This design comes from an exercise in tuning for small area, a short achievable clock period and few clock cycles on the open sky130 flow, not from production work.
Function was checked by simulation only, so behaviour that the tests miss may differ from the original.

### flow/config.mk
export PLATFORM = sky130hd
export DESIGN_NAME = mtr_engine
export DESIGN_NICKNAME = mtr_engine
export VERILOG_FILES = /design/flow/design.v
export SDC_FILE = /design/flow/constraint.sdc
export NUM_CORES = 4
export LEC_CHECK = 0
export CAP_MARGIN = 30
export CORE_MARGIN = 2
export CORE_UTILIZATION = 40
export SLEW_MARGIN = 20
### flow/constraint.sdc
create_clock -name core_clock -period 33.0 [get_ports {clk}]
set_input_delay 6.6000 -clock core_clock [delete_from_list [all_inputs] [get_ports {clk}]]
set_output_delay 6.6000 -clock core_clock [all_outputs]
set_load 0.01 [all_outputs]
### flow/design.v
module mtr_engine (
    input  wire        clk,
    input  wire        rst,
    input  wire        in_valid,
    output wire        in_ready,
    input  wire        in_op,       
    input  wire [2:0]  in_meter,
    input  wire [31:0] in_now,      
    input  wire [13:0] in_len,      
    input  wire [1:0]  in_pre,      
    input  wire [31:0] in_cir,      
    input  wire [31:0] in_pir,      
    input  wire [23:0] in_cbs,      
    input  wire [23:0] in_pbs,      
    input  wire        in_mode,
    input  wire        in_aware,
    input  wire        in_reset,
    input  wire [7:0]  in_ladj,     
    input  wire [5:0]  in_act,      
    input  wire [5:0]  in_ycls,
    input  wire [5:0]  in_rcls,
    output reg         out_valid,
    output reg  [1:0]  out_colour,
    output reg         out_drop,
    output reg         out_reclass,
    output reg  [5:0]  out_class,
    output reg  [46:0] out_tc,
    output reg  [46:0] out_tp
);
    localparam NM = 8;
    assign in_ready = 1'b1;
    function [46:0] scale;
        input [23:0] x;
        begin
            scale = ({23'd0, x} << 23) - ({23'd0, x} << 18) - ({23'd0, x} << 17)
                  + ({23'd0, x} << 12) + ({23'd0, x} << 9);
        end
    endfunction
    function [4:0] msb;
        input [31:0] x;
        integer k;
        begin
            msb = 5'd0;
            for (k = 1; k < 32; k = k + 1)
                if (x[k]) msb = k[4:0];
        end
    endfunction
    integer j;
    reg [NM-1:0] rec_ok;
    reg [NM*32-1:0] cir_f;
    reg [NM*32-1:0] pir_f;
    reg [NM*24-1:0] cbs_f;
    reg [NM*24-1:0] pbs_f;
    reg [NM-1:0]    mode_f;
    reg [NM-1:0]    aware_f;
    reg [NM*8-1:0] ladj_f;
    reg [NM*6-1:0] act_f;
    reg [NM*6-1:0] ycls_f;
    reg [NM*6-1:0] rcls_f;
    reg [NM*47-1:0] tc_f;
    reg [NM*47-1:0] tp_f;
    reg [NM*32-1:0] tlast_f;
    reg        r1_v;
    reg        r1_op;
    reg [2:0]  r1_m;
    reg [NM-1:0] r1_oh;              
    reg [31:0] r1_now;
    reg [13:0] r1_len;
    reg [1:0]  r1_pre;
    reg [31:0] r1_cir, r1_pir;
    reg [23:0] r1_cbs, r1_pbs;
    reg        r1_mode, r1_aware, r1_reset;
    reg [7:0]  r1_ladj;
    reg [5:0]  r1_act, r1_ycls, r1_rcls;
    always @(posedge clk) begin
        r1_v     <= in_valid & ~rst;
        r1_op    <= in_op;
        r1_m     <= in_meter;
        r1_oh    <= 8'd1 << in_meter;
        r1_now   <= in_now;
        r1_len   <= in_len;
        r1_pre   <= in_pre;
        r1_cir   <= in_cir;
        r1_pir   <= in_pir;
        r1_cbs   <= in_cbs;
        r1_pbs   <= in_pbs;
        r1_mode  <= in_mode;
        r1_aware <= in_aware;
        r1_reset <= in_reset;
        r1_ladj  <= in_ladj;
        r1_act   <= in_act;
        r1_ycls  <= in_ycls;
        r1_rcls  <= in_rcls;
    end
    wire [NM-1:0] r1_sel = r1_oh & rec_ok;
    wire        ok = |r1_sel;
    reg         r_mode, r_aw;
    reg  [31:0] s_cir, s_pir, s_tl;
    reg  [23:0] r_cbs, r_pbs;
    reg  [7:0]  r_ladj;
    reg  [5:0]  r_act, r_ycls, r_rcls;
    always @(*) begin
        r_mode = 1'b0; r_aw = 1'b0;
        s_cir = 32'd0; s_pir = 32'd0; s_tl = 32'd0;
        r_cbs = 24'd0; r_pbs = 24'd0; r_ladj = 8'd0;
        r_act = 6'd0; r_ycls = 6'd0; r_rcls = 6'd0;
        for (j = 0; j < NM; j = j + 1) begin
            r_mode = r_mode | (r1_sel[j] & mode_f[j]);
            r_aw   = r_aw   | (r1_sel[j] & aware_f[j]);
            s_cir  = s_cir  | ({32{r1_sel[j]}} & cir_f[j*32 +: 32]);
            s_pir  = s_pir  | ({32{r1_sel[j]}} & pir_f[j*32 +: 32]);
            s_tl   = s_tl   | ({32{r1_sel[j]}} & tlast_f[j*32 +: 32]);
            r_cbs  = r_cbs  | ({24{r1_sel[j]}} & cbs_f[j*24 +: 24]);
            r_pbs  = r_pbs  | ({24{r1_sel[j]}} & pbs_f[j*24 +: 24]);
            r_ladj = r_ladj | ({8{r1_sel[j]}}  & ladj_f[j*8 +: 8]);
            r_act  = r_act  | ({6{r1_sel[j]}}  & act_f[j*6 +: 6]);
            r_ycls = r_ycls | ({6{r1_sel[j]}}  & ycls_f[j*6 +: 6]);
            r_rcls = r_rcls | ({6{r1_sel[j]}}  & rcls_f[j*6 +: 6]);
        end
    end
    wire [23:0] s_cbs  = r_cbs;
    wire [23:0] s_pbs  = r_pbs;
    wire        s_mode = r_mode;
    wire        s_aw   = r_aw;
    wire [7:0]  s_ladj = r_ladj;
    wire [5:0]  s_act  = r_act;
    wire [5:0]  s_ycls = r_ycls;
    wire [5:0]  s_rcls = r_rcls;
    wire [31:0] dt     = r1_now - s_tl;
    wire [4:0]  l_dt   = msb(dt);
    wire [5:0]  l_c    = msb(s_cir) + l_dt;
    wire [31:0] s_pt   = s_mode ? s_cir : s_pir;
    wire [5:0]  l_p    = msb(s_pt) + l_dt;
    wire        nz_c   = (|s_cir) & (|dt);
    wire        nz_p   = (|s_pt) & (|dt);
    wire signed [15:0] badj = $signed({2'b00, r1_len}) + $signed({{8{s_ladj[7]}}, s_ladj});
    wire [14:0] b   = badj[15] ? 15'd0 : badj[14:0];
    reg        r2_v, r2_op, r2_mode;
    reg [2:0]  r2_m;
    reg [NM-1:0] r2_oh;
    reg        r2_ok;                
    reg [31:0] r2_dt, r2_cir, r2_pir;
    reg        r2_bigc, r2_midc, r2_bigp, r2_midp;
    reg [23:0] r2_cbs, r2_pbs;
    reg [48:0] r2_u;
    always @(posedge clk) begin
        r2_v    <= r1_v & ~rst;
        r2_op   <= r1_op;
        r2_mode <= s_mode;
        r2_m    <= r1_m;
        r2_oh   <= r1_oh;
        r2_ok   <= ok;
        r2_dt   <= dt;
        r2_cir  <= s_cir;
        r2_pir  <= s_mode ? s_cir : s_pir;    
        r2_bigc <= nz_c & (l_c >= 6'd48);
        r2_midc <= nz_c & (l_c == 6'd47);
        r2_bigp <= nz_p & (l_p >= 6'd48);
        r2_midp <= nz_p & (l_p == 6'd47);
        r2_cbs  <= s_cbs;
        r2_pbs  <= s_pbs;
        r2_u    <= r1_op ? {r1_reset, r1_pbs, r1_cbs}
                         : {14'd0, s_rcls, s_ycls, s_act, (s_aw ? r1_pre : 2'd0), b};
    end
    always @(posedge clk) begin
        if (rst)
            rec_ok <= {NM{1'b0}};
        else if (r1_v & r1_op)
            rec_ok[r1_m] <= 1'b1;
    end
    always @(posedge clk) begin
        for (j = 0; j < NM; j = j + 1) begin
            if (r1_v & r1_oh[j]) begin
                tlast_f[j*32 +: 32] <= r1_now;
                if (r1_op) begin
                    cir_f[j*32 +: 32]  <= r1_cir;
                    pir_f[j*32 +: 32]  <= r1_pir;
                    cbs_f[j*24 +: 24]  <= r1_cbs;
                    pbs_f[j*24 +: 24]  <= r1_pbs;
                    mode_f[j]          <= r1_mode;
                    aware_f[j]         <= r1_aware;
                    ladj_f[j*8 +: 8]   <= r1_ladj;
                    act_f[j*6 +: 6]    <= r1_act;
                    ycls_f[j*6 +: 6]   <= r1_ycls;
                    rcls_f[j*6 +: 6]   <= r1_rcls;
                end
            end
        end
    end
    wire [48:0] prod_c, prod_p;
    mtr_mul49 mul_c (.a(r2_cir), .b(r2_dt), .p(prod_c));
    mtr_mul49 mul_p (.a(r2_pir), .b(r2_dt), .p(prod_p));
    wire [23:0] w_cbs  = r2_u[23:0];
    wire [23:0] w_pbs  = r2_u[47:24];
    wire        w_rst  = r2_u[48];
    wire [23:0] cs_in  = !r2_op ? r2_cbs : (w_rst || w_cbs < r2_cbs) ? w_cbs : r2_cbs;
    wire [23:0] ps_in  = !r2_op ? r2_pbs : (w_rst || w_pbs < r2_pbs) ? w_pbs : r2_pbs;
    wire [23:0] xs_in  = r2_op ? r2_cbs : {9'd0, r2_u[14:0]};
    wire        fwd3 = r3_v & |(r3_oh & r2_oh);
    wire        fwd4 = out_valid & |(r4_oh & r2_oh);
    reg  [46:0] rd_tc, rd_tp;
    always @(*) begin
        rd_tc = 47'd0;
        rd_tp = 47'd0;
        for (j = 0; j < NM; j = j + 1) begin
            rd_tc = rd_tc | ({47{r2_oh[j] & r2_ok}} & tc_f[j*47 +: 47]);
            rd_tp = rd_tp | ({47{r2_oh[j] & r2_ok}} & tp_f[j*47 +: 47]);
        end
    end
    wire [46:0] tc_new, tp_new;
    reg [NM-1:0] r4_oh;              
    reg        r3_v, r3_op, r3_reset, r3_mode;
    reg [2:0]  r3_m;
    reg [NM-1:0] r3_oh;
    reg [47:0] r3_addc, r3_addp;
    reg        r3_bigc, r3_bigp;
    reg        r3_cge, r3_pge;       
    reg [46:0] r3_cs, r3_ps;         
    reg [46:0] r3_xs;                
    reg [1:0]  r3_pre;
    reg [5:0]  r3_act, r3_ycls, r3_rcls;
    reg [46:0] r3_tc, r3_tp;         
    always @(posedge clk) begin
        r3_v     <= r2_v & ~rst;
        r3_op    <= r2_op;
        r3_reset <= r2_u[48];
        r3_mode  <= r2_mode;
        r3_m     <= r2_m;
        r3_oh    <= r2_oh;
        r3_addc  <= prod_c[47:0];
        r3_addp  <= prod_p[47:0];
        r3_bigc  <= r2_bigc | (r2_midc & prod_c[48]);
        r3_bigp  <= r2_bigp | (r2_midp & prod_p[48]);
        r3_cs    <= scale(cs_in);
        r3_ps    <= scale(ps_in);
        r3_xs    <= scale(xs_in);
        r3_cge   <= (r2_cbs >= {9'd0, r2_u[14:0]});
        r3_pge   <= (r2_pbs >= {9'd0, r2_u[14:0]});
        r3_pre   <= r2_u[16:15];
        r3_act   <= r2_u[22:17];
        r3_ycls  <= r2_u[28:23];
        r3_rcls  <= r2_u[34:29];
        r3_tc    <= fwd3 ? tc_new : fwd4 ? out_tc : rd_tc;
        r3_tp    <= fwd3 ? tp_new : fwd4 ? out_tp : rd_tp;
    end
    wire [46:0] c_tc = r3_tc;
    wire [46:0] c_tp = r3_tp;
    wire [48:0] A      = {2'b0, c_tc} + {1'b0, r3_addc};
    wire [50:0] gtA    = {4'b0, c_tc} + {3'b0, r3_addc} + {4'b1111, ~r3_cs};
    wire [50:0] geA    = {4'b0, c_tc} + {3'b0, r3_addc} - {4'b0, r3_xs};
    wire        clipc  = r3_bigc | ~gtA[50];
    wire        geX    = r3_bigc | ~geA[50];
    wire [46:0] tc_ref = clipc ? r3_cs : A[46:0];
    wire        tc_ge  = clipc ? r3_cge : geX;
    wire [46:0] tc_sub = tc_ref - r3_xs;
    wire        ovf    = r3_op ? geX : clipc;
    wire [50:0] opm    = {3'b0, r3_addp};    
    wire [50:0] mtc    = r3_mode ? {4'b0, c_tc} : 51'd0;
    wire [50:0] mcb    = !r3_mode ? 51'd0 : r3_op ? {4'b0, r3_xs} : {4'b0, r3_cs};
    wire [50:0] Ta     = {4'b0, c_tp} + opm + mtc - mcb;
    wire [50:0] gtT    = {4'b0, c_tp} + opm + mtc - mcb + {4'b1111, ~r3_ps};
    wire [50:0] geT    = {4'b0, c_tp} + opm + mtc - mcb - {4'b0, r3_xs};
    wire [47:0] gep    = {1'b0, c_tp} - (r3_op ? {1'b0, r3_ps} : {1'b0, r3_xs});
    wire        keep   = r3_mode & ~ovf;
    wire        clipp  = keep ? (r3_op & ~gep[47])
                              : (r3_bigp | ~gtT[50]);
    wire [46:0] tp_ref = clipp ? r3_ps : keep ? c_tp : Ta[46:0];
    wire        tp_ge  = clipp ? r3_pge : keep ? ~gep[47] : ~geT[50];
    wire [46:0] tp_sub = tp_ref - r3_xs;
    wire pre_r = (r3_pre == 2'd2);
    wire pre_y = (r3_pre == 2'd1);
    reg  [1:0] colour;
    always @(*) begin
        if (r3_mode) begin
            if (!pre_r && !pre_y && tc_ge)  colour = 2'd0;
            else if (!pre_r && tp_ge)       colour = 2'd1;
            else                            colour = 2'd2;
        end else begin
            if (!tp_ge || pre_r)            colour = 2'd2;
            else if (!tc_ge || pre_y)       colour = 2'd1;
            else                            colour = 2'd0;
        end
    end
    wire take_c = (colour == 2'd0);
    wire take_p = r3_mode ? (colour == 2'd1) : (colour != 2'd2);
    assign      tc_new = r3_op ? (r3_reset ? r3_cs : tc_ref)
                               : (take_c ? tc_sub : tc_ref);
    assign      tp_new = r3_op ? (r3_reset ? r3_ps : tp_ref)
                               : (take_p ? tp_sub : tp_ref);
    wire [1:0] action  = (colour == 2'd0) ? r3_act[1:0] :
                         (colour == 2'd1) ? r3_act[3:2] : r3_act[5:4];
    wire       drop    = (action == 2'd1);
    wire       reclass = (action == 2'd2) && (colour != 2'd0);
    wire [5:0] cls     = (colour == 2'd1) ? r3_ycls : r3_rcls;
    always @(posedge clk) begin
        for (j = 0; j < NM; j = j + 1) begin
            if (out_valid & r4_oh[j]) begin
                tc_f[j*47 +: 47] <= out_tc;
                tp_f[j*47 +: 47] <= out_tp;
            end
        end
    end
    always @(posedge clk) begin
        out_valid   <= r3_v & ~rst;
        out_colour  <= r3_op ? 2'd0 : colour;
        out_drop    <= ~r3_op & drop;
        out_reclass <= ~r3_op & reclass;
        out_class   <= (~r3_op & reclass) ? cls : 6'd0;
        r4_oh       <= r3_oh;
        out_tc      <= tc_new;
        out_tp      <= tp_new;
    end
endmodule
module mtr_mul49 (
    input  wire [31:0] a,
    input  wire [31:0] b,
    output wire [48:0] p
);
    function [48:0] cst;
        input integer dummy;
        integer k;
        begin
            cst = 49'd0;
            for (k = 0; k < 17; k = k + 1)
                if (33 + 2*k < 49) cst = cst - (49'd1 << (33 + 2*k));
        end
    endfunction
    localparam [48:0] C = cst(0);
    wire [34:0] bx = {2'b00, b, 1'b0};
    wire [32:0] a1 = {1'b0, a};
    wire [32:0] a2 = {a, 1'b0};
    reg  [48:0] acc;
    reg  [2:0]  g;
    reg         one, two, neg;
    reg  [32:0] m;
    reg  [33:0] row;
    integer i;
    always @(*) begin
        acc = C;
        for (i = 0; i < 17; i = i + 1) begin
            g   = bx[2*i +: 3];
            one = g[0] ^ g[1];
            two = (g == 3'b011) || (g == 3'b100);
            neg = g[2];
            m   = ({33{one}} & a1) | ({33{two}} & a2);
            row = {~neg, m ^ {33{neg}}};
            acc = acc + ({15'd0, row} << (2*i)) + ({48'd0, neg} << (2*i));
        end
    end
    assign p = acc;
endmodule
### flow/flow/run.sh
#!/bin/bash
# The standard layout, with repair_timing asked to leave 24 ns of setup slack
# at the design's own clock period, so that it keeps working on paths that
# already meet the clock. Make's output goes to its own log here; each ORFS
# step keeps its own log under orfs/logs.
set -euo pipefail
bash standard.sh SETUP_SLACK_MARGIN=24 finish > standard_finish.log 2>&1
### flow/standard.sh
#!/bin/bash
# synth_recipe.tcl (not shown) runs the flow's synth.tcl, then flattens the netlist and writes it again
# the make line also repeats each setting of config.mk as NAME=value (left out here)
make -C /OpenROAD-flow-scripts/flow DESIGN_CONFIG=/design/flow/config.mk WORK_HOME=/design/flow/orfs CLKGATE_MAP_FILE= SYNTH_SCRIPT=/design/flow/synth_recipe.tcl "${@:-finish}"
==> summary.txt, run 1 <==
----------------------------------------------------
[GRT]
  Met2 demand-to-capacity share in global routing ... 0.391
  Met3 global-route usage ... 0.0540
  Total routing resource utilization after global routing ... 0.257
  Initial antenna violation count ... 45
  Via count of the first global-routing pass ... 119532
  Total overflow reported by the global router ... 0
  Pin count of the biggest net entering global routing ... 122
  GR Layer Usage met1 ... 0.358
  Global-route wire length before repair ... 844000 µm
  Peak-usage layer in the global routing report ... met2

[Critical path]
  Classification of the worst setup path ... register to register
  Reg2reg setup slack ... 22680 ps
  Reg-to-Reg Start ... r3_op$_DFF_P_
  Standard cell with the maximum stage delay on the critical path ... sky130_fd_sc_hd__fa_1
  Worst Path Arrival ... 11190 ps
  Peak per-stage delay on the critical path ... 500 ps
  Critical path startpoint category ... register
  Endpoint of the lowest-slack register-to-register path ... r3_tp[46]$_DFF_P_
  Required time worst endpoint ... 33870 ps
  Critical path launch point ... r3_op$_DFF_P_
  Number of cells on the worst reg-to-reg path ... 53
  Critical Path End Type ... register
  Crit path max fanout ... 6

[STA]
  Timing-limited maximum frequency ... 0.0969 GHz
  Final-report setup violation count ... 0
  Worst slew slack as a fraction of its limit ... 0.198
  Final Hold Fails ... 0
  Final worst path period share ... 0.313
  Unrepaired setup endpoints after global routing ... true
  Tmin final ... 10320 ps
  Tightest Pin Transition ... 1200 ps
  Worst hold slack across all endpoints ... 350 ps
  Count of final max-slew check failures ... 0
  Final TNS setup ... 0 ps
  Final clock skew ... 90.1 ps

[Floorplan]
  Number of core rows ... 243
  Die height ... 666 µm
  I/O pin total ... 302
  Die width ... 666 µm
  Standard cell core area ... 437000 µm²
  Initial Util ... 0.401
  Die outline area ... 443000 µm²

[Synth]
  Yosys reg bits ... 3000
  FFs w/ async S/R, synth ... 0
  Post-synth EDFFs ... 2128
  Synthesized instance count ... 14660
  Sequential element share of the synthesized area ... 0.464
  Synth Area per Inst ... 12.0 µm²
  Library cell occupying the most area in the post-synthesis netlist ... sky130_fd_sc_hd__edfxtp_1
  Post-synthesis net count ... 16978
  Area share of the largest cell type after synthesis ... 0.365
  Ys flop type ... sky130_fd_sc_hd__edfxtp_1
  Total standard cell area after synthesis ... 175000 µm²
  Yosys cell types ... 92
  Cell types with the largest area share after synthesis ... sky130_fd_sc_hd__edfxtp_1 (36%), sky130_fd_sc_hd__fa_1 (12%), sky130_fd_sc_hd__dfxtp_1 (10%)
  Ys Warns ... 2

[Routing]
  Count of TritonRoute iterations in the first routing pass ... 6
  Number of DRC violations after detailed routing ... 0
  Average routed wire per standard cell ... 28.2 µm
  Total number of vias ... 122490
  Initial drt markers ... 13334
  Via/cell ratio ... 5.87
  Sum of routed wire length over all layers ... 588000 µm
  Remaining antenna violation count ... 0

[Place]
  Port Buffer Count ... 300
  Global placement routability congestion ... 0.965
  Hpwl dp ... 398000 µm

[Final layout]
  Synthesis-to-finish area growth ... 13.8%
  Final layout net count ... 17141
  Layout cells sized above 1 ... 0.0960
  Final-layout fill cell count ... 39759
  Utilization after layout ... 0.456

[CTS]
  TritonCTS Sinks ... 3000
  Clk Latency, worst-skew pair ... 960 ps
  Total CTS buffers ... 318
  Library cell used as clock root buffer ... sky130_fd_sc_hd__clkbuf_16
  Clock input transition at the sequential cells of the worst setup and hold paths ... 70 ps
  Max H-tree Level ... 5
  CTS tree ... done
  Max Buffers Root-to-Sink ... 4

[Job]
  Maxcap violations ... 0

[Worst hold path]
  Startpoint of the worst hold path ... r3_oh[6]$_DFF_P_
  Cell depth of the worst min-delay path ... 0
  End point of the most critical hold path ... r4_oh[6]$_DFF_P_
  Type of the most critical hold path ... register to register

[Status]
  Result of the run ... timing/DRC/antenna clean

----------------------------------------------------
==> worst max-delay path: cells and delay by family, from the launching register on <==
| kind | cells | cell delay, ps |
|---|---|---|
| buf+inv | 7 | 790 |
| mux | 2 | 460 |
| xor+xnor | 1 | 150 |
| flops | 1 | 410 |
| compound gates | 21 | 3970 |
| fa+ha+maj | 5 | 1690 |
| simple gates | 17 | 2790 |
==> sequential cells by signal (all words and copies together) (netlist names), 49 cells and up <==
signal and count:
pir_f 256, pbs_f 192, tc_f 376, ladj_f 64
tlast_f 256, r2_u 49, cir_f 256, cbs_f 192
tp_f 376
==> final cells by class <==
class,count,area [µm²],share of cell area
multi-input combinational,9389,87400,0.438
sequential,3000,81400,0.408
clock buffer,429,8840,0.0443
timing repair buffer,747,7300,0.0366
tap,5757,7200,0.0361
inverter,1367,5140,0.0258
clock inverter,165,2120,0.0106
antenna,11,27.5,0.000138
==> how the worst max path moves through the flow <==
stage,end,slack (ps),cells past startpoint
after floorplan,r3_tp[46]$_DFF_P_,23320,52
after detailed placement,r3_tp[46]$_DFF_P_,21000,46
after global routing,r3_tp[46]$_DFF_P_,22380,45
after CTS,r3_tp[46]$_DFF_P_,22830,50
final,r3_tp[46]$_DFF_P_,22680,53
after global placement,r3_tp[46]$_DFF_P_,21070,47
==> logic make-up (layout without fill, tap and decap cells) <==
group,after synthesis,after routing,synth area share
adders and majority gates,2122,2122,0.196
DFF,3000,3000,0.464
AOI/OAI and AO/OA,3693,3693,0.147
buffers and inverters,2272,2708,0.0491
other,1,12,0.0000214
muxes,409,409,0.0242
xor gates and xnor gates,1312,1312,0.0656
and+or+nand+nor,1851,1852,0.0533
==> placed cells by master (no fill, tap or decap), types with 144 or more instances in the layout <==
| master | synthesis | final |
|---|---|---|
| sky130_fd_sc_hd__xor2_1 | 205 | 203 |
| sky130_fd_sc_hd__fa_1 | 1042 | 1041 |
| sky130_fd_sc_hd__a22oi_1 | 1680 | 1680 |
| sky130_fd_sc_hd__a21o_1 | 190 | 188 |
| sky130_fd_sc_hd__nand4_1 | 257 | 257 |
| sky130_fd_sc_hd__nor2_1 | 393 | 382 |
| sky130_fd_sc_hd__a21oi_1 | 548 | 515 |
| sky130_fd_sc_hd__xnor2_1 | 1107 | 1089 |
| sky130_fd_sc_hd__inv_1 | 1352 | 1345 |
| sky130_fd_sc_hd__dfxtp_1 | 872 | 844 |
| sky130_fd_sc_hd__o21a_1 | 149 | 144 |
| sky130_fd_sc_hd__o21ai_0 | 426 | 377 |
| sky130_fd_sc_hd__buf_4 | 6 | 330 |
| sky130_fd_sc_hd__mux2i_1 | 289 | 263 |
| sky130_fd_sc_hd__clkbuf_16 | 0 | 324 |
| sky130_fd_sc_hd__ha_1 | 1080 | 1034 |
| sky130_fd_sc_hd__edfxtp_1 | 2128 | 2128 |
| sky130_fd_sc_hd__clkdlybuf4s50_1 | 0 | 292 |
| sky130_fd_sc_hd__nand2_1 | 485 | 476 |
==> synthesized netlist by cell type, types with 143 or more instances <==
| cell | n |
|---|---|
| sky130_fd_sc_hd__buf_1 | 213 |
| sky130_fd_sc_hd__o21ai_0 | 426 |
| sky130_fd_sc_hd__inv_1 | 1352 |
| sky130_fd_sc_hd__fa_1 | 1042 |
| sky130_fd_sc_hd__nand2_1 | 485 |
| sky130_fd_sc_hd__clkbuf_1 | 653 |
| sky130_fd_sc_hd__xnor2_1 | 1107 |
| sky130_fd_sc_hd__ha_1 | 1080 |
| sky130_fd_sc_hd__o21a_1 | 149 |
| sky130_fd_sc_hd__mux2i_1 | 289 |
| sky130_fd_sc_hd__dfxtp_1 | 872 |
| sky130_fd_sc_hd__a21o_1 | 190 |
| sky130_fd_sc_hd__nand4_1 | 257 |
| sky130_fd_sc_hd__a21oi_1 | 548 |
| sky130_fd_sc_hd__xor2_1 | 205 |
| sky130_fd_sc_hd__nor2_1 | 393 |
| sky130_fd_sc_hd__a22o_1 | 143 |
| sky130_fd_sc_hd__a22oi_1 | 1680 |
| sky130_fd_sc_hd__edfxtp_1 | 2128 |
==> layer usage <==
layer	up-vias	share of wire
met3	1138	0.095
met1	61901	0.42
met4	16	0.044
met2	5941	0.44
li1	53494	-
met5	-	0.00025
==> stage by stage <==
stage	cells	instance area, µm²	worst slack, ps
CTS	20781	198000	22830
finish	20865	199000	22680
global route	20859	199000	22380
global placement	20082	185000	21070
detailed placement	20098	185000	21000
floorplan	14660	176000	23320
==> what timing repair did <==
| item | CTS | global route |
|---|---|---|
| endpoints found under the hold margin | 0 | 0 |
| hold buffers | 0 | 0 |
| cloned | 7 | 1 |
| pin swaps | 85 | 106 |
| resized for setup | 246 | 244 |
| endpoints found under the setup margin | 211 | 174 |
| setup buffers | 82 | 69 |
Testbench counts, summed over its fixed seeds: cycles 24,032.
==> run 2, diff against run 1 <==
--- a/flow/config.mk
+++ b/flow/config.mk
@@ -7,5 +7,5 @@
 export LEC_CHECK = 0
-export CAP_MARGIN = 30
+export CAP_MARGIN = 45
 export CORE_MARGIN = 2
 export CORE_UTILIZATION = 40
-export SLEW_MARGIN = 20
+export SLEW_MARGIN = 40
==> run 2 against run 1 <==
  * Critical path type unchanged
  * Still clean
  * First-iteration DRC count up 1.7%
  * Critical endpoint unchanged
  * Maximum frequency grew 0.12%
==> summary.txt, run 2 <==
----------------------------------------------------
[Routing]
  Via/cell ratio ... 5.87 (about the same)
  Count of TritonRoute iterations in the first routing pass ... 7 (+1)
  Total number of vias ... 122659 (+0.14%)
  Sum of routed wire length over all layers ... 588000 µm (about the same)
  Routed length on met3 ... 56500 µm (+1.6%)
  Average routed wire per standard cell ... 28.1 µm (-0.20%)
  Initial drt markers ... 13557 (+1.7%)
  Number of DRC violations after detailed routing ... 0 (unchanged)
  Highest routing layer actually used ... met5
  Remaining antenna violation count ... 0 (unchanged)
  Sum of routed wire segments on met1 ... 247000 µm (-0.61%)
  Detailed route wirelength on metal2 ... 256000 µm (-0.38%)

[STA]
  Final worst setup slack ... 22690 ps (+12.3 ps)
  Unrepaired setup endpoints after global routing ... true
  Tightest Pin Transition ... 891 ps (-305 ps)
  Count of final max-slew check failures ... 0 (unchanged)
  Final Hold Fails ... 0 (unchanged)
  Tmin final ... 10310 ps (-12.3 ps)
  Timing-limited maximum frequency ... 0.0970 GHz (+0.12%)
  Final worst path period share ... 0.312 (-0.000373)
  Final TNS setup ... 0 ps (unchanged)
  Worst hold slack across all endpoints ... 350 ps (+0.894 ps)
  Final clock skew ... 77.8 ps (-12.3 ps)
  Worst slew slack as a fraction of its limit ... 0.406 (+0.209)
  Final-report setup violation count ... 0 (unchanged)

[CTS]
  Max H-tree Level ... 5 (unchanged)
  Total CTS buffers ... 316 (-0.63%)
  Clk Latency, worst-skew pair ... 970 ps (about the same)
  Clock input transition at the sequential cells of the worst setup and hold paths ... 60 ps (about the same)
  Library cell used as clock root buffer ... sky130_fd_sc_hd__clkbuf_16
  CTS tree ... done
  Max Buffers Root-to-Sink ... 4 (unchanged)
  TritonCTS Sinks ... 3000 (unchanged)
  Hold buffer count at CTS ... 0 (unchanged)

[Critical path]
  Classification of the worst setup path ... register to register
  Critical Path End Type ... register
  Worst Path Arrival ... 11150 ps (-40 ps)
  Crit path max fanout ... 5 (-1)
  Critical path startpoint category ... register
  Required time worst endpoint ... 33840 ps (-30 ps)
  Standard cell with the maximum stage delay on the critical path ... sky130_fd_sc_hd__fa_1
  Peak per-stage delay on the critical path ... 490 ps (about the same)

[Floorplan]
  Die width ... 666 µm (unchanged)
  Standard cell core area ... 437000 µm² (unchanged)
  Die outline area ... 443000 µm² (unchanged)
  Initial Util ... 0.401 (unchanged)
  Number of core rows ... 243 (unchanged)
  Die height ... 666 µm (unchanged)
  I/O pin total ... 302 (unchanged)

[Synth]
  Ys flop type ... sky130_fd_sc_hd__edfxtp_1
  Total standard cell area after synthesis ... 175000 µm² (unchanged)
  Sequential element share of the synthesized area ... 0.464 (unchanged)
  Cell types with the largest area share after synthesis ... sky130_fd_sc_hd__edfxtp_1 (36%), sky130_fd_sc_hd__fa_1 (12%), sky130_fd_sc_hd__dfxtp_1 (10%)
  Yosys reg bits ... 3000 (unchanged)
  Count leader, synth ... sky130_fd_sc_hd__edfxtp_1
  Library cell occupying the most area in the post-synthesis netlist ... sky130_fd_sc_hd__edfxtp_1
  Ys Warns ... 2 (unchanged)
  FFs w/ async S/R, synth ... 0 (unchanged)
  Post-synth EDFFs ... 2128 (unchanged)
  Top post-synthesis cells by count ... sky130_fd_sc_hd__edfxtp_1 (2128), sky130_fd_sc_hd__a22oi_1 (1680), sky130_fd_sc_hd__inv_1 (1352), sky130_fd_sc_hd__xnor2_1 (1107), sky130_fd_sc_hd__ha_1 (1080)
  Area share of the largest cell type after synthesis ... 0.365 (unchanged)
  Post-synthesis net count ... 16978 (unchanged)
  Yosys cell types ... 92 (unchanged)
  Synthesized instance count ... 14660 (unchanged)
  Synth Area per Inst ... 12.0 µm² (unchanged)

[Final layout]
  Final layout net count ... 17157 (+0.093%)
  Utilization after layout ... 0.456 (about the same)
  Most common library cell in the layout ignoring fill and taps ... sky130_fd_sc_hd__edfxtp_1
  Non-filler cells, final ... 20901 (+0.17%)
  Commonest non-fill, non-tap cells in the layout ... sky130_fd_sc_hd__edfxtp_1 (2128), sky130_fd_sc_hd__a22oi_1 (1680), sky130_fd_sc_hd__inv_1 (1344)
  Final Instance Area ... 200000 µm² (about the same)
  Synthesis-to-finish area growth ... 13.9% (about the same)
  Registers with the most flip-flops ... tc_f x376, tp_f x376
  Layout cells sized above 1 ... 0.0956 (-0.000461)

[GRT]
  Via count of the first global-routing pass ... 119958 (+0.36%)
  Global-route wire length before repair ... 845000 µm (+0.15%)
  Initial antenna violation count ... 58 (+29%)
  Pin count of the biggest net entering global routing ... 122 (unchanged)
  Total routing resource utilization after global routing ... 0.257 (about the same)
  Total overflow reported by the global router ... 0 (unchanged)

[Job]
  Maxcap violations ... 0 (unchanged)

[Place]
  Hpwl dp ... 401000 µm (+0.60%)
  Port Buffer Count ... 300 (unchanged)
  Post-placement worst setup slack ... 21060 ps (+58.9 ps)
  Placed cell count ... 20117 (+0.095%)
  Global placement routability congestion ... 0.965 (unchanged)
  Instance area at placement ... 185000 µm² (+0.29%)

[Status]
  Result of the run ... timing/DRC/antenna clean

[Worst hold path]
  Type of the most critical hold path ... register to register

----------------------------------------------------
## run 2: cell types whose count changed in the layout (fill, tap and decap cells not counted), sizes merged, moves of 4 or more
cell and delta:
clkbuf +26, diode +26, bufinv -19, buf +16, clkinv -17, inv +4
## run 2: layout make-up
class | instances | area (µm²)
Fill cell | 39675 | 238000
Multi-Input combinational cell | 9389 | 87400
Sequential cell | 3000 | 81400
Clock buffer | 454 | 8970
Timing Repair Buffer | 765 | 7920
Tap cell | 5757 | 7200
Inverter | 1367 | 5140
Clock inverter | 132 | 1430
Antenna cell | 37 | 92.6
## run 2: path summary, 6_finish.rpt
path | from | end | slack [ps] | cells after the start
hold / removal | r3_oh[2]$_DFF_P_ | r4_oh[2]$_DFF_P_ | 350 | 0
hold reg to reg | r3_oh[2]$_DFF_P_ | r4_oh[2]$_DFF_P_ | 350 | 0
setup / recovery | r3_op$_DFF_P_ | r3_tp[46]$_DFF_P_ | 22690 | 50
setup reg to reg | r3_op$_DFF_P_ | r3_tp[46]$_DFF_P_ | 22690 | 50
## run 2: kinds of logic after synthesis
kind of cell,count (synthesis),synth area share
AOI/OAI and AO/OA,3693,0.147
DFF,3000,0.464
buffers and inverters,2272,0.0491
adders and majority gates,2122,0.196
and+or+nand+nor,1851,0.0533
xor gates and xnor gates,1312,0.0656
muxes,409,0.0242
other,1,0.0000214
## run 2: worst max-delay path, delay by kind of cell (launching register included)
kind                       cells  cell delay, ps
and+or+nand+nor               16            2900
buffers and inverters          6             710
DFF                            1             390
muxes                          1             330
adders and majority gates      5            1600
xor gates and xnor gates       1             150
AOI/OAI and AO/OA             21            4130
## run 2: routing by layer
layer | global-route usage | up-vias
li1 | - | 53554
met1 | 0.359 | 61791
met2 | 0.389 | 6057
met3 | 0.0523 | 1237
met4 | 0.105 | 20
met5 | 0 | -
## run 2: what timing repair did
action | CTS | global route
pin swaps | 80 | 88
setup buffers | 78 | 54
resized for setup | 248 | 200
gates cloned | 12 | 3
setup endpoints to repair | 211 | 157
==> run 3, diff against run 2 <==
--- a/flow/design.v
+++ b/flow/design.v
@@ -129,8 +129,12 @@
     wire [31:0] dt     = r1_now - s_tl;
-    wire [4:0]  l_dt   = msb(dt);
-    wire [5:0]  l_c    = msb(s_cir) + l_dt;
     wire [31:0] s_pt   = s_mode ? s_cir : s_pir;
-    wire [5:0]  l_p    = msb(s_pt) + l_dt;
-    wire        nz_c   = (|s_cir) & (|dt);
-    wire        nz_p   = (|s_pt) & (|dt);
+    wire [34:0] bx = {2'b00, dt, 1'b0};
+    reg  [16:0] d_one, d_two, d_neg;
+    always @(*) begin
+        for (j = 0; j < 17; j = j + 1) begin
+            d_one[j] = bx[2*j] ^ bx[2*j+1];
+            d_two[j] = (bx[2*j +: 3] == 3'b011) || (bx[2*j +: 3] == 3'b100);
+            d_neg[j] = bx[2*j+2];
+        end
+    end
     wire signed [15:0] badj = $signed({2'b00, r1_len}) + $signed({{8{s_ladj[7]}}, s_ladj});
@@ -141,4 +145,6 @@
     reg        r2_ok;                
-    reg [31:0] r2_dt, r2_cir, r2_pir;
-    reg        r2_bigc, r2_midc, r2_bigp, r2_midp;
+    reg [31:0] r2_cir, r2_pir;
+    reg [16:0] r2_one, r2_two, r2_neg;
+    reg [4:0]  r2_ldt, r2_lc, r2_lp;  
+    reg        r2_nzc, r2_nzp;       
     reg [23:0] r2_cbs, r2_pbs;
@@ -152,9 +158,12 @@
         r2_ok   <= ok;
-        r2_dt   <= dt;
+        r2_one  <= d_one;
+        r2_two  <= d_two;
+        r2_neg  <= d_neg;
+        r2_ldt  <= msb(dt);
+        r2_lc   <= msb(s_cir);
+        r2_lp   <= msb(s_pt);
+        r2_nzc  <= (|s_cir) & (|dt);
+        r2_nzp  <= (|s_pt) & (|dt);
         r2_cir  <= s_cir;
         r2_pir  <= s_mode ? s_cir : s_pir;    
-        r2_bigc <= nz_c & (l_c >= 6'd48);
-        r2_midc <= nz_c & (l_c == 6'd47);
-        r2_bigp <= nz_p & (l_p >= 6'd48);
-        r2_midp <= nz_p & (l_p == 6'd47);
         r2_cbs  <= s_cbs;
@@ -190,4 +199,8 @@
     wire [48:0] prod_c, prod_p;
-    mtr_mul49 mul_c (.a(r2_cir), .b(r2_dt), .p(prod_c));
-    mtr_mul49 mul_p (.a(r2_pir), .b(r2_dt), .p(prod_p));
+    mtr_mul49 mul_c (.a(r2_cir), .one(r2_one), .two(r2_two), .neg(r2_neg), .p(prod_c));
+    mtr_mul49 mul_p (.a(r2_pir), .one(r2_one), .two(r2_two), .neg(r2_neg), .p(prod_p));
+    wire [5:0]  l_c    = r2_lc + r2_ldt;
+    wire [5:0]  l_p    = r2_lp + r2_ldt;
+    wire        big_c  = r2_nzc & ((l_c >= 6'd48) | ((l_c == 6'd47) & prod_c[48]));
+    wire        big_p  = r2_nzp & ((l_p >= 6'd48) | ((l_p == 6'd47) & prod_p[48]));
     wire [23:0] w_cbs  = r2_u[23:0];
@@ -195,5 +208,5 @@
     wire        w_rst  = r2_u[48];
-    wire [23:0] cs_in  = !r2_op ? r2_cbs : (w_rst || w_cbs < r2_cbs) ? w_cbs : r2_cbs;
-    wire [23:0] ps_in  = !r2_op ? r2_pbs : (w_rst || w_pbs < r2_pbs) ? w_pbs : r2_pbs;
-    wire [23:0] xs_in  = r2_op ? r2_cbs : {9'd0, r2_u[14:0]};
+    wire [23:0] b_in   = {9'd0, r2_u[14:0]};
+    wire [23:0] sb_in  = !r2_op ? b_in   : (w_rst || w_cbs < r2_cbs) ? w_cbs : r2_cbs;
+    wire [23:0] sc_in  = !r2_op ? r2_pbs : (w_rst || w_pbs < r2_pbs) ? w_pbs : r2_pbs;
     wire        fwd3 = r3_v & |(r3_oh & r2_oh);
@@ -217,4 +230,3 @@
     reg        r3_cge, r3_pge;       
-    reg [46:0] r3_cs, r3_ps;         
-    reg [46:0] r3_xs;                
+    reg [46:0] r3_ra, r3_rb, r3_rc;
     reg [1:0]  r3_pre;
@@ -231,9 +243,9 @@
         r3_addp  <= prod_p[47:0];
-        r3_bigc  <= r2_bigc | (r2_midc & prod_c[48]);
-        r3_bigp  <= r2_bigp | (r2_midp & prod_p[48]);
-        r3_cs    <= scale(cs_in);
-        r3_ps    <= scale(ps_in);
-        r3_xs    <= scale(xs_in);
-        r3_cge   <= (r2_cbs >= {9'd0, r2_u[14:0]});
-        r3_pge   <= (r2_pbs >= {9'd0, r2_u[14:0]});
+        r3_bigc  <= big_c;
+        r3_bigp  <= big_p;
+        r3_ra    <= scale(r2_cbs);
+        r3_rb    <= scale(sb_in);
+        r3_rc    <= scale(sc_in);
+        r3_cge   <= (r2_cbs >= b_in);
+        r3_pge   <= (r2_pbs >= b_in);
         r3_pre   <= r2_u[16:15];
@@ -248,23 +260,25 @@
     wire [48:0] A      = {2'b0, c_tc} + {1'b0, r3_addc};
-    wire [50:0] gtA    = {4'b0, c_tc} + {3'b0, r3_addc} + {4'b1111, ~r3_cs};
-    wire [50:0] geA    = {4'b0, c_tc} + {3'b0, r3_addc} - {4'b0, r3_xs};
-    wire        clipc  = r3_bigc | ~gtA[50];
-    wire        geX    = r3_bigc | ~geA[50];
-    wire [46:0] tc_ref = clipc ? r3_cs : A[46:0];
-    wire        tc_ge  = clipc ? r3_cge : geX;
-    wire [46:0] tc_sub = tc_ref - r3_xs;
-    wire        ovf    = r3_op ? geX : clipc;
+    wire [50:0] dA     = {4'b0, c_tc} + {3'b0, r3_addc} - {4'b0, r3_ra};
+    wire [50:0] dB     = {4'b0, c_tc} + {3'b0, r3_addc} - {4'b0, r3_rb};
+    wire [47:0] dAB    = {1'b0, r3_ra} - {1'b0, r3_rb};
+    wire        geA    = r3_bigc | ~dA[50];
+    wire        geB    = r3_bigc | ~dB[50];
+    wire        clipc  = r3_op ? geB : geA;
+    wire [46:0] tc_ref = ~clipc ? A[46:0] : r3_op ? r3_rb : r3_ra;
+    wire        tc_ge  = geA ? r3_cge : geB;                   
+    wire [46:0] tc_sub = geA ? dAB[46:0] : dB[46:0];           
     wire [50:0] opm    = {3'b0, r3_addp};    
     wire [50:0] mtc    = r3_mode ? {4'b0, c_tc} : 51'd0;
-    wire [50:0] mcb    = !r3_mode ? 51'd0 : r3_op ? {4'b0, r3_xs} : {4'b0, r3_cs};
+    wire [50:0] mcb    = r3_mode ? {4'b0, r3_ra} : 51'd0;
     wire [50:0] Ta     = {4'b0, c_tp} + opm + mtc - mcb;
-    wire [50:0] gtT    = {4'b0, c_tp} + opm + mtc - mcb + {4'b1111, ~r3_ps};
-    wire [50:0] geT    = {4'b0, c_tp} + opm + mtc - mcb - {4'b0, r3_xs};
-    wire [47:0] gep    = {1'b0, c_tp} - (r3_op ? {1'b0, r3_ps} : {1'b0, r3_xs});
-    wire        keep   = r3_mode & ~ovf;
-    wire        clipp  = keep ? (r3_op & ~gep[47])
+    wire [50:0] gtT    = {4'b0, c_tp} + opm + mtc - mcb + {4'b1111, ~r3_rc};
+    wire [50:0] dT     = {4'b0, c_tp} + opm + mtc - mcb - {4'b0, r3_rb};
+    wire [47:0] dP     = {1'b0, c_tp} - (r3_op ? {1'b0, r3_rc} : {1'b0, r3_rb});
+    wire [47:0] dCB    = {1'b0, r3_rc} - {1'b0, r3_rb};
+    wire        keep   = r3_mode & ~geA;
+    wire        clipp  = keep ? (r3_op & ~dP[47])
                               : (r3_bigp | ~gtT[50]);
-    wire [46:0] tp_ref = clipp ? r3_ps : keep ? c_tp : Ta[46:0];
-    wire        tp_ge  = clipp ? r3_pge : keep ? ~gep[47] : ~geT[50];
-    wire [46:0] tp_sub = tp_ref - r3_xs;
+    wire [46:0] tp_ref = clipp ? r3_rc : keep ? c_tp : Ta[46:0];
+    wire        tp_ge  = clipp ? r3_pge : keep ? ~dP[47] : ~dT[50];           
+    wire [46:0] tp_sub = clipp ? dCB[46:0] : keep ? dP[46:0] : dT[46:0];     
     wire pre_r = (r3_pre == 2'd2);
@@ -285,5 +299,5 @@
     wire take_p = r3_mode ? (colour == 2'd1) : (colour != 2'd2);
-    assign      tc_new = r3_op ? (r3_reset ? r3_cs : tc_ref)
+    assign      tc_new = r3_op ? (r3_reset ? r3_rb : tc_ref)
                                : (take_c ? tc_sub : tc_ref);
-    assign      tp_new = r3_op ? (r3_reset ? r3_ps : tp_ref)
+    assign      tp_new = r3_op ? (r3_reset ? r3_rc : tp_ref)
                                : (take_p ? tp_sub : tp_ref);
@@ -315,3 +329,5 @@
     input  wire [31:0] a,
-    input  wire [31:0] b,
+    input  wire [16:0] one,
+    input  wire [16:0] two,
+    input  wire [16:0] neg,
     output wire [48:0] p
@@ -328,3 +344,2 @@
     localparam [48:0] C = cst(0);
-    wire [34:0] bx = {2'b00, b, 1'b0};
     wire [32:0] a1 = {1'b0, a};
@@ -332,4 +347,2 @@
     reg  [48:0] acc;
-    reg  [2:0]  g;
-    reg         one, two, neg;
     reg  [32:0] m;
@@ -340,9 +353,5 @@
         for (i = 0; i < 17; i = i + 1) begin
-            g   = bx[2*i +: 3];
-            one = g[0] ^ g[1];
-            two = (g == 3'b011) || (g == 3'b100);
-            neg = g[2];
-            m   = ({33{one}} & a1) | ({33{two}} & a2);
-            row = {~neg, m ^ {33{neg}}};
-            acc = acc + ({15'd0, row} << (2*i)) + ({48'd0, neg} << (2*i));
+            m   = ({33{one[i]}} & a1) | ({33{two[i]}} & a2);
+            row = {~neg[i], m ^ {33{neg[i]}}};
+            acc = acc + ({15'd0, row} << (2*i)) + ({48'd0, neg[i]} << (2*i));
         end
==> run 3 against run 2 <==
  * Highest routed layer unchanged
  * Flip-flop and latch count grew 29
  * Clock-buffer cell count shrank 7
  * Global-route usage grew 0.76 points
  * First-iteration DRC count grew 15%
  * Critical endpoint is now out_tc[17]
  * Synthesized cell count grew 3.5%
  * Setup slack gained 1300 ps
  * Utilization shrank 0.57 points
==> summary.txt, run 3 <==
----------------------------------------------------
[GRT]
  Met2 demand-to-capacity share in global routing ... 0.390 (about the same)
  Met3 global-route usage ... 0.0629 (+0.0106)
  Total routing resource utilization after global routing ... 0.264 (+0.00760)
  Pin count of the biggest net entering global routing ... 93 (-24%)
  Initial antenna violation count ... 36 (-38%)
  Peak-usage layer in the global routing report ... met2
  GR Layer Usage met1 ... 0.372 (+0.0126)
  Total overflow reported by the global router ... 0 (unchanged)
  Global-route wire length before repair ... 882000 µm (+4.3%)
  Via count of the first global-routing pass ... 123720 (+3.1%)

[Final layout]
  Most common library cell in the layout ignoring fill and taps ... sky130_fd_sc_hd__edfxtp_1
  Commonest non-fill, non-tap cells in the layout ... sky130_fd_sc_hd__edfxtp_1 (2128), sky130_fd_sc_hd__a22oi_1 (1728), sky130_fd_sc_hd__inv_1 (1305)
  Final Instance Area ... 200000 µm² (+0.40%)
  Final layout net count ... 17558 (+2.3%)
  Layout cells sized above 1 ... 0.0784 (-0.0172)
  Non-filler cells, final ... 21440 (+2.6%)
  Synthesis-to-finish area growth ... 12.4%
  Registers with the most flip-flops ... tc_f x376, tp_f x376
  Final-layout fill cell count ... 40905 (+3.1%)
  Utilization after layout ... 0.451 (-0.00570)

[Synth]
  Synthesized instance count ... 15174 (+3.5%)
  Yosys cell types ... 105 (+14%)
  Library cell occupying the most area in the post-synthesis netlist ... sky130_fd_sc_hd__edfxtp_1
  Area share of the largest cell type after synthesis ... 0.359 (-0.00602)
  FFs w/ async S/R, synth ... 0 (unchanged)
  Yosys reg bits ... 3029 (+0.97%)
  Ys flop type ... sky130_fd_sc_hd__edfxtp_1
  Count leader, synth ... sky130_fd_sc_hd__edfxtp_1
  Post-synthesis net count ... 17501 (+3.1%)
  Ys Warns ... 2 (unchanged)
  Cell types with the largest area share after synthesis ... sky130_fd_sc_hd__edfxtp_1 (36%), sky130_fd_sc_hd__fa_1 (12%), sky130_fd_sc_hd__dfxtp_1 (10%)
  Sequential element share of the synthesized area ... 0.460 (-0.00441)
  Synth Area per Inst ... 11.7 µm² (-1.8%)
  Post-synth EDFFs ... 2128 (unchanged)
  Top post-synthesis cells by count ... sky130_fd_sc_hd__edfxtp_1 (2128), sky130_fd_sc_hd__a22oi_1 (1729), sky130_fd_sc_hd__inv_1 (1306), sky130_fd_sc_hd__ha_1 (1089), sky130_fd_sc_hd__xnor2_1 (1050)
  Total standard cell area after synthesis ... 178000 µm² (+1.7%)

[Critical path]
  Required time worst endpoint ... 26400 ps (-7440 ps)
  Critical Path Stages ... 1 (-98%)
  Crit path max fanout ... 10 (+5)
  Peak per-stage delay on the critical path ... 720 ps (+230 ps)
  Number of cells on the worst reg-to-reg path ... 33 (-34%)
  Number of buffers and inverters on the critical path ... 1 (-5)
  Ordered cell list for the critical path ... clkdlybuf4s50_1
  Classification of the worst setup path ... register to primary output
  Cell family with the largest share of critical-path delay ... flip-flops
  Worst Path Arrival ... 2370 ps (-8780 ps)
  Standard cell with the maximum stage delay on the critical path ... sky130_fd_sc_hd__dfxtp_1
  Critical Path End Type ... primary output
  Critical path startpoint category ... register

[STA]
  Worst slew slack as a fraction of its limit ... 0.374 (-0.0325)
  Unrepaired setup endpoints after global routing ... false
  Final Hold Fails ... 0 (unchanged)
  Tightest Pin Transition ... 935 ps (+44.7 ps)
  Timing-limited maximum frequency ... 0.111 GHz (+15%)
  Tmin final ... 8970 ps (-1340 ps)
  Final clock skew ... 110 ps (+31.9 ps)
  Worst hold slack across all endpoints ... 351 ps (+0.800 ps)
  Final TNS setup ... 0 ps (unchanged)
  Final worst path period share ... 0.272 (-0.0406)
  Count of final max-slew check failures ... 0 (unchanged)
  Final-report setup violation count ... 0 (unchanged)

[Routing]
  Average routed wire per standard cell ... 28.6 µm (+1.8%)
  Number of DRC violations after detailed routing ... 0 (unchanged)
  Initial drt markers ... 15527 (+15%)
  Total number of vias ... 127208 (+3.7%)
  Count of TritonRoute iterations in the first routing pass ... 9 (+2)
  Sum of routed wire length over all layers ... 614000 µm (+4.5%)
  Via/cell ratio ... 5.93 (+1.1%)
  Remaining antenna violation count ... 0 (unchanged)

[CTS]
  Library cell used as clock root buffer ... sky130_fd_sc_hd__clkbuf_16
  Total CTS buffers ... 327 (+3.5%)
  Clock input transition at the sequential cells of the worst setup and hold paths ... 60 ps (about the same)
  TritonCTS Sinks ... 3029 (+0.97%)
  Max H-tree Level ... 5 (unchanged)
  CTS tree ... done
  Hold buffer count at CTS ... 0 (unchanged)
  Max Buffers Root-to-Sink ... 4 (unchanged)
  Clk Latency, worst-skew pair ... 1010 ps (+40 ps)

[Floorplan]
  Initial Util ... 0.401 (about the same)
  I/O pin total ... 302 (unchanged)
  Standard cell core area ... 444000 µm² (+1.7%)
  Die height ... 671 µm (+0.83%)
  Die width ... 671 µm (+0.83%)
  Die outline area ... 451000 µm² (+1.7%)
  Number of core rows ... 245 (+0.82%)

[Place]
  Port Buffer Count ... 300 (unchanged)
  Placed cell count ... 20785 (+3.3%)
  Global placement routability congestion ... 1.01 (+4.2%)
  Hpwl dp ... 421000 µm (+5.1%)
  Instance area at placement ... 188000 µm² (+1.5%)

[Job]
  Maxcap violations ... 0 (unchanged)

[Worst hold path]
  Type of the most critical hold path ... register to register
  Cell depth of the worst min-delay path ... 0 (unchanged)

[Status]
  Result of the run ... timing/DRC/antenna clean

----------------------------------------------------
==> run 3: changes by cell type in the layout (fill, tap and decap cells not counted), moves of 51 or more <==
cell,previous run,this run
sky130_fd_sc_hd__nand2_1,478,655
sky130_fd_sc_hd__dfxtp_2,15,74
sky130_fd_sc_hd__mux2i_1,256,151
sky130_fd_sc_hd__mux2_2,103,52
sky130_fd_sc_hd__nor2_1,384,471
sky130_fd_sc_hd__xor2_1,202,341
==> run 3: metal layers <==
layer / wire, µm / share of wire
met5: 168 / 0.00027
met4: 30600 / 0.050
met3: 64900 / 0.11
met2: 260000 / 0.42
met1: 258000 / 0.42
==> run 3: cells by family (layout without fill, tap and decap cells) <==
family | after synthesis | count (layout) | share of synthesized area
and+or+nand+nor | 2180 | 2180 | 0.0602
buffers and inverters | 2258 | 2590 | 0.0479
xor gates and xnor gates | 1394 | 1394 | 0.0685
DFF | 3029 | 3029 | 0.460
other | 1 | 7 | 0.0000210
AOI/OAI and AO/OA | 3974 | 3974 | 0.158
adders and majority gates | 2131 | 2131 | 0.194
muxes | 207 | 207 | 0.0121
==> run 3: cell type report <==
class                   instances  area (µm²)  share of cell area
clock buffers                 447        9070              0.0453
inverters                    1317        4960              0.0248
flip-flops and latches       3029       82100               0.410
well taps                    5928        7420              0.0370
repair buffers                669        6510              0.0325
multi-input cells            9887       88400               0.441
clock inverters               157        1880             0.00939
diodes                          6        15.0           0.0000750
==> run 3: final timing paths <==
check | startpoint | end | slack (ps)
worst max-delay path | out_tc[17]$_DFF_P_ | out_tc[17] | 24030
worst min-delay path | r3_oh[7]$_DFF_P_ | r4_oh[7]$_DFF_P_ | 350
worst max register to register | r3_mode$_DFF_P_ | out_class[5]$_SDFF_PN0_ | 24130
worst min register to register | r3_oh[7]$_DFF_P_ | r4_oh[7]$_DFF_P_ | 350
==> run 3: stage by stage <==
step,worst slack (ps)
4_1_cts,24000
6_report,24030
2_1_floorplan,24400
5_1_grt,23890
3_5_place_dp,21980
3_3_place_gp,22240
==> run 3: repair_timing <==
action | in CTS | in global routing
pin swaps | 10 | 22
resized for setup | 107 | 70
buffers inserted | 10 | 16
gates cloned | 2 | 1
endpoints found under the setup margin | 229 | 179
Testbench counts of run 3, summed over its fixed seeds: cycles 24,032.
==> run 4, diff against run 3 <==
--- a/flow/config.mk
+++ b/flow/config.mk
@@ -9,3 +9,3 @@
 export CORE_MARGIN = 2
-export CORE_UTILIZATION = 40
+export CORE_UTILIZATION = 62
 export SLEW_MARGIN = 40
==> run 4 against run 3 <==
  * Setup slack lost 7.2 ps
  * Final cell count shrank 10%
  * Area after synthesis is the same
==> summary.txt, run 4 <==
----------------------------------------------------
[STA]
  Tightest Pin Transition ... 1030 ps (+91.7 ps)
  Worst slew slack as a fraction of its limit ... 0.311 (-0.0625)
  Final TNS setup ... 0 ps (unchanged)
  Final clock skew ... 80.1 ps (-29.5 ps)
  Final-report setup violation count ... 0 (unchanged)
  Unrepaired setup endpoints after global routing ... false
  Final Hold Fails ... 0 (unchanged)
  Timing-limited maximum frequency ... 0.111 GHz (about the same)
  Tmin final ... 8980 ps (+7.20 ps)
  Count of final max-slew check failures ... 0 (unchanged)
  Final worst path period share ... 0.272 (about the same)

[Routing]
  Number of DRC violations after detailed routing ... 0 (unchanged)
  Average routed wire per standard cell ... 31.8 µm (+11%)
  Total number of vias ... 132232 (+3.9%)
  Remaining antenna violation count ... 0 (unchanged)
  Via/cell ratio ... 6.87 (+16%)
  Initial drt markers ... 19285 (+24%)
  Sum of routed wire length over all layers ... 613000 µm (-0.12%)
  Count of TritonRoute iterations in the first routing pass ... 11 (+2)

[Final layout]
  Final layout net count ... 17554 (-0.023%)
  Storage cell area ... 82000 µm² (about the same)
  Synthesis-to-finish area growth ... 11.1%
  Registers with the most flip-flops ... tc_f x376, tp_f x376
  Most common library cell in the layout ignoring fill and taps ... sky130_fd_sc_hd__edfxtp_1
  Multi-input gate area ... 88800 µm² (+0.47%)
  Commonest non-fill, non-tap cells in the layout ... sky130_fd_sc_hd__edfxtp_1 (2128), sky130_fd_sc_hd__a22oi_1 (1728), sky130_fd_sc_hd__inv_1 (1305)
  Layout cells sized above 1 ... 0.0800 (+0.00159)
  Final-layout fill cell count ... 20332 (-50%)

[Critical path]
  Cell family with the largest share of critical-path delay ... flip-flops
  Critical Path End Type ... primary output
  Number of buffers and inverters on the critical path ... 1 (unchanged)
  Ordered cell list for the critical path ... clkdlybuf4s50_1
  Peak per-stage delay on the critical path ... 770 ps (+50 ps)
  Crit path max fanout ... 10 (unchanged)
  Critical path startpoint category ... register
  Standard cell with the maximum stage delay on the critical path ... sky130_fd_sc_hd__dfxtp_1
  Required time worst endpoint ... 26400 ps (about the same)
  Classification of the worst setup path ... register to primary output
  Worst Path Arrival ... 2380 ps (about the same)

[CTS]
  Total CTS buffers ... 307 (-6.1%)
  TritonCTS Sinks ... 3029 (unchanged)
  Max Buffers Root-to-Sink ... 4 (unchanged)
  Clock input transition at the sequential cells of the worst setup and hold paths ... 70 ps (about the same)
  Library cell used as clock root buffer ... sky130_fd_sc_hd__clkbuf_16
  Clk Latency, worst-skew pair ... 940 ps (-70 ps)
  CTS tree ... done
  Max H-tree Level ... 5 (unchanged)
  Hold buffer count at CTS ... 0 (unchanged)

[Synth]
  Post-synthesis net count ... 17501 (unchanged)
  Library cell occupying the most area in the post-synthesis netlist ... sky130_fd_sc_hd__edfxtp_1
  FFs w/ async S/R, synth ... 0 (unchanged)
  Ys flop type ... sky130_fd_sc_hd__edfxtp_1
  Compound-Gate Fraction of Synth Area ... 0.158 (unchanged)
  Cell types with the largest area share after synthesis ... sky130_fd_sc_hd__edfxtp_1 (36%), sky130_fd_sc_hd__fa_1 (12%), sky130_fd_sc_hd__dfxtp_1 (10%)
  Multiplexer fraction of the synthesized cell area ... 0.0121 (unchanged)
  Parity-gate share of the synthesized area counting xor and xnor cells ... 0.0685 (unchanged)
  Count leader, synth ... sky130_fd_sc_hd__edfxtp_1
  Ys Warns ... 2 (unchanged)
  Sequential element share of the synthesized area ... 0.460 (unchanged)
  Top post-synthesis cells by count ... sky130_fd_sc_hd__edfxtp_1 (2128), sky130_fd_sc_hd__a22oi_1 (1729), sky130_fd_sc_hd__inv_1 (1306), sky130_fd_sc_hd__ha_1 (1089), sky130_fd_sc_hd__xnor2_1 (1050)
  Simple-gate portion of the synthesized area ... 0.0602 (unchanged)
  Synth Area per Inst ... 11.7 µm² (unchanged)
  Main combinational cell family by area after synthesis ... adder cells
  Yosys reg bits ... 3029 (unchanged)
  Total standard cell area after synthesis ... 178000 µm² (unchanged)
  Synthesized instance count ... 15174 (unchanged)
  Post-synthesis adder-cell area fraction ... 0.194 (unchanged)
  Post-synth EDFFs ... 2128 (unchanged)
  Yosys cell types ... 105 (unchanged)
  Area share of the largest cell type after synthesis ... 0.359 (unchanged)

[GRT]
  Total routing resource utilization after global routing ... 0.412 (+0.148)
  Pin count of the biggest net entering global routing ... 92 (-1.1%)
  Total overflow reported by the global router ... 0 (unchanged)
  Global-route wire length before repair ... 883000 µm (+0.22%)
  Via count of the first global-routing pass ... 131443 (+6.2%)
  Initial antenna violation count ... 55 (+53%)

[Place]
  Hpwl dp ... 423000 µm (+0.40%)
  Global placement routability congestion ... 1.01 (+0.26%)
  Port Buffer Count ... 300 (unchanged)

[Worst hold path]
  Type of the most critical hold path ... register to register

[Floorplan]
  Die width ... 540 µm (-20%)
  Die height ... 540 µm (-20%)
  Number of core rows ... 196 (-20%)
  I/O pin total ... 302 (unchanged)
  Die outline area ... 292000 µm² (-35%)
  Initial Util ... 0.624 (+0.223)
  Standard cell core area ... 285000 µm² (-36%)

[Job]
  Maxcap violations ... 0 (unchanged)

[Status]
  Result of the run ... timing/DRC/antenna clean

----------------------------------------------------
## run 4: cell count changes in the layout (fill, tap and decap cells not counted), sizes merged, moves of 2 or more
cell and delta:
dlygate4sd2 -3, clkinvlp -6, bufinv +9, buf +9, clkdlybuf4s50 +3, nand2 +2, inv -8, clkinv -11
diode +6, dlymetal6s2s -2, clkbuf -15
## run 4: worst paths after layout
check,start,endpoint,slack [ps],depth (start not counted)
worst min-delay path,r3_oh[3]$_DFF_P_,r4_oh[3]$_DFF_P_,350,0
worst min register to register,r3_oh[3]$_DFF_P_,r4_oh[3]$_DFF_P_,350,0
worst max-delay path,out_tp[32]$_DFF_P_,out_tp[32],24020,1
worst max register to register,r2_two[4]$_DFF_P_,r3_addc[43]$_DFF_P_,24220,25
## run 4: worst reg2reg max path, cell delays in order (launching register included)
cell                       delay [ps]
sky130_fd_sc_hd__dfxtp_2          310
sky130_fd_sc_hd__buf_4            430
sky130_fd_sc_hd__buf_4            630
sky130_fd_sc_hd__a22oi_1          210
sky130_fd_sc_hd__xnor2_1          200
sky130_fd_sc_hd__fa_1             540
sky130_fd_sc_hd__fa_1             510
sky130_fd_sc_hd__fa_1             510
sky130_fd_sc_hd__inv_1             50
sky130_fd_sc_hd__ha_1             270
sky130_fd_sc_hd__ha_1             280
sky130_fd_sc_hd__ha_1             280
sky130_fd_sc_hd__ha_1             330
sky130_fd_sc_hd__nand3_1           80
sky130_fd_sc_hd__o21ai_0          490
sky130_fd_sc_hd__a211oi_2         210
sky130_fd_sc_hd__o21ai_0          450
sky130_fd_sc_hd__a311oi_1         230
sky130_fd_sc_hd__o311ai_1         530
sky130_fd_sc_hd__o21ai_1          240
sky130_fd_sc_hd__a21boi_0         310
sky130_fd_sc_hd__nor4_1            90
sky130_fd_sc_hd__nor3_1           390
sky130_fd_sc_hd__a41o_1           280
sky130_fd_sc_hd__nor2_1            70
sky130_fd_sc_hd__xnor2_1          680
## run 4: kinds of logic after synthesis
group,Yosys count
AOI/OAI and AO/OA,3974
xor gates and xnor gates,1394
adders and majority gates,2131
buffers and inverters,2258
DFF,3029
muxes,207
other,1
and+or+nand+nor,2180
## run 4: layout make-up
type / instances / share of cell area
diodes: 12 / 0.000152
clock buffers: 426 / 0.0437
clock inverters: 141 / 0.0103
inverters: 1317 / 0.0250
multi-input cells: 9889 / 0.449
flip-flops and latches: 3029 / 0.414
well taps: 3762 / 0.0238
repair buffers: 683 / 0.0343
## run 4: layer usage
| metal | up-vias | global-route usage | part of all wire |
|---|---|---|---|
| li1 | 55201 | - | - |
| met1 | 65363 | 0.554 | 0.37 |
| met2 | 9660 | 0.613 | 0.44 |
| met3 | 1972 | 0.113 | 0.13 |
| met4 | 36 | 0.215 | 0.061 |
| met5 | - | 0.000986 | 0.00038 |
## run 4: per-stage QoR
stage / setup slack [ps] / util / instances / area, µm² / hold slack [ps]
detailed placement: 21580 / 0.651 / 18622 / 186000 / 343
finish: 24020 / 0.694 / 19259 / 198000 / 353
floorplan: 24400 / - / 15174 / 178000 / 310
global route: 23990 / 0.694 / 19250 / 198000 / 358
global placement: 21860 / 0.647 / 18569 / 185000 / 335
CTS: 24000 / 0.690 / 19207 / 197000 / 354
## run 4: timing repair
item / 4_1_cts / 5_1_grt
setup endpoints to repair: 203 / 185
buffers inserted: 15 / 22
pin swaps: 12 / 22
gates resized for setup: 94 / 118
cloned: 3 / 3

## afterwards: timing with drivers on the ports
The results above use ideal ports. As a check the final layouts listed here were re-extracted and re-timed, cells and wires unchanged. Step 1 assumes that a clkbuf_16 drives the clock port and a buf_2 every other input. Step 2 adds t to the input delays and takes it off the output delays; t is the mean of the earliest and latest rising clock arrival at the registers after step 1. Input paths then give back, and output paths get back, about the clock's delay inside the block. Slacks: no drivers / after step 1 / after step 2; pairs: no drivers / after step 1.
| run | t (ns) | setup slack, ns | worst register clock-pin slew, ns | worst slew at a driven data input, ns |
|---|---|---|---|---|
| run 1 | 1.040 | 22.677 / 22.677 / 22.677 | 0.08 / 0.08 | 0.20 |
| run 2 | 1.051 | 22.689 / 22.689 / 22.689 | 0.08 / 0.08 | 0.20 |
| run 3 | 1.078 | 24.028 / 23.905 / 24.131 | 0.08 / 0.08 | 0.09 |
| run 4 | 1.013 | 24.021 / 23.917 / 24.217 | 0.08 / 0.08 | 0.15 |
After both steps setup and hold are still met in every run listed.
